This design comes from an exercise in tuning for small area on the open sky130 flow, not from production work.
Function was checked by simulation only, so behaviour that the tests miss may differ from the original.

==> job 6614 <==
Design mxfp4_block_dot, start of the top module:
module mxfp4_block_dot (
    input  wire         clk,
    input  wire         rst,
    input  wire         in_valid,
    input  wire         in_first,
    input  wire         in_last,
    input  wire [127:0] in_a,       
    input  wire [127:0] in_b,
    input  wire [7:0]   in_sa,      
    input  wire [7:0]   in_sb,      
    output reg          out_valid,
    output wire [31:0]  out_d
);
clock: 35.0 ns
lec_check: 0
abc_area: 1
cap_margin: 10
core_margin: 2
core_utilization: 55
slew_margin: 10
standard.sh (not shown) runs the stock make flow with config.mk's settings and CLKGATE_MAP_FILE= SYNTH_SCRIPT=/design/flow/synth_recipe.tcl, a recipe that flattens the netlist after the stock synthesis.
==> flow/flow/run.sh <==
#!/bin/bash
# Own layout flow: the standard layout (standard.sh, ORFS), with two changes:
#  - synthesis skips Yosys's generic "abc -fast" pre-mapping inside synth
#    (SYNTH_ARGS=-noabc), so extract_fa sees the design's full adders as
#    written; technology mapping is still the flow's own ABC run;
#  - port buffers are the smallest buffer cell (sky130_fd_sc_hd__buf_1)
#    instead of the one buffer_ports picks by default.
# Everything else (floorplan, power grid, taps, placement, CTS, routing) is
# the standard flow. Each step's full log is under orfs/logs/; make's own
# output goes to flow.log.
set -euo pipefail
bash standard.sh "SYNTH_ARGS=-noabc" \
    "BUFFER_PORTS_ARGS=-buffer_cell sky130_fd_sc_hd__buf_1" finish > flow.log 2>&1
==> job 3319 (differences from job 6614) <==
==> flow/flow/run.sh (replaced) <==
#!/bin/bash
# Own layout flow: the standard layout (standard.sh, ORFS), with three
# changes:
#  - synthesis skips Yosys's generic "abc -fast" pre-mapping inside synth
#    (SYNTH_ARGS=-noabc), so extract_fa sees the design's full adders as
#    written;
#  - ABC's technology mapping runs flow/area.abc (&dch + &nf with area
#    recovery) instead of abc_area.script; flow/my_synth.tcl is the standard flow's
#    synth_recipe.tcl with only that change;
#  - port buffers are the smallest buffer cell (sky130_fd_sc_hd__buf_1)
#    instead of the one buffer_ports picks by default.
# Everything else (floorplan, power grid, taps, placement, CTS, routing) is
# the standard flow. Each step's full log is under orfs/logs/; make's own
# output goes to flow.log.
set -euo pipefail
here=$(pwd)
bash standard.sh "SYNTH_SCRIPT=$here/flow/my_synth.tcl" "SYNTH_ARGS=-noabc" \
    "BUFFER_PORTS_ARGS=-buffer_cell sky130_fd_sc_hd__buf_1" finish > flow.log 2>&1
==> flow/flow/area.abc (new file) <==
strash
&get -n
&dch
&nf -R 1000
&put
topo
==> flow/flow/my_synth.tcl (new file) <==
# The standard flow's synthesis script (synth_recipe.tcl, in the work folder) unchanged,
# except that ABC's technology mapping runs flow/area.abc in place of the
# flow's abc_area.script.
set my_flow_dir [file dirname [file normalize [info script]]]
set my_abc_script [file join $my_flow_dir area.abc]
proc abc {args} {
  set i [lsearch -exact $args -script]
  if { $i >= 0 } {
    lset args [expr { $i + 1 }] $::my_abc_script
  }
  yosys abc {*}$args
}
source [file join [file dirname $my_flow_dir] synth_recipe.tcl]
==> job 8282 (differences from job 6614) <==
==> flow/run.sh (new file) <==
#!/bin/bash
# synth_recipe.tcl (not shown) runs the flow's synth.tcl, then flattens the netlist and writes it again
# the make line also repeats each setting of config.mk as NAME=value (left out here)
make -C /OpenROAD-flow-scripts/flow DESIGN_CONFIG=/design/flow/config.mk WORK_HOME=/design/flow/orfs CLKGATE_MAP_FILE= SYNTH_SCRIPT=/design/flow/synth_recipe.tcl finish
removed: flow/flow/run.sh
removed: flow/standard.sh
==> impl_metrics.env <==
export IMPL_grt_first_pass_wirelength_um=123000
export IMPL_path_buf_inv=8
export IMPL_status="timing/DRC/antenna clean"
Source of the figures above: job 3319

==> impl_metrics.env <==
export IMPL_status="timing/DRC/antenna clean"
export IMPL_grt_first_pass_wirelength_um=124000
export IMPL_path_buf_inv=15
Source of the figures above: job 8282

==> impl_metrics.env <==
export IMPL_grt_first_pass_wirelength_um=137000
export IMPL_status="timing/DRC/antenna clean"
export IMPL_drc=0
export IMPL_path_buf_inv=11
export IMPL_rrSetupSlack_ps=3620
Source of the figures above: job 6614

port drivers added, routing unchanged:
How much do the figures lean on ideal ports? The routed layouts below were timed once more, with nothing changed but the port constraints. Step 1 sets driving cells, clkbuf_16 on the clock port and buf_2 on the other inputs (assumed; they add their load-dependent delay and slew). Step 2 moves the port delays by t, midway between the first and last clock arrival at a register: inputs arrive t later, outputs are due t later. That takes back most of the time a late clock gives input paths. a / b / c = no drivers / after step 1 / after step 2; a / b = the first two.
run	shift t [ns]	slack for setup (ns)	worst setup path after step 2
job 6614	0.377	3.623 / 3.623 / 3.623	register to register
job 3319	0.392	2.320 / 2.320 / 2.320	register to register
job 8282	0.381	6.182 / 6.182 / 6.182	register to register
After both steps setup and hold are still met in every run listed.
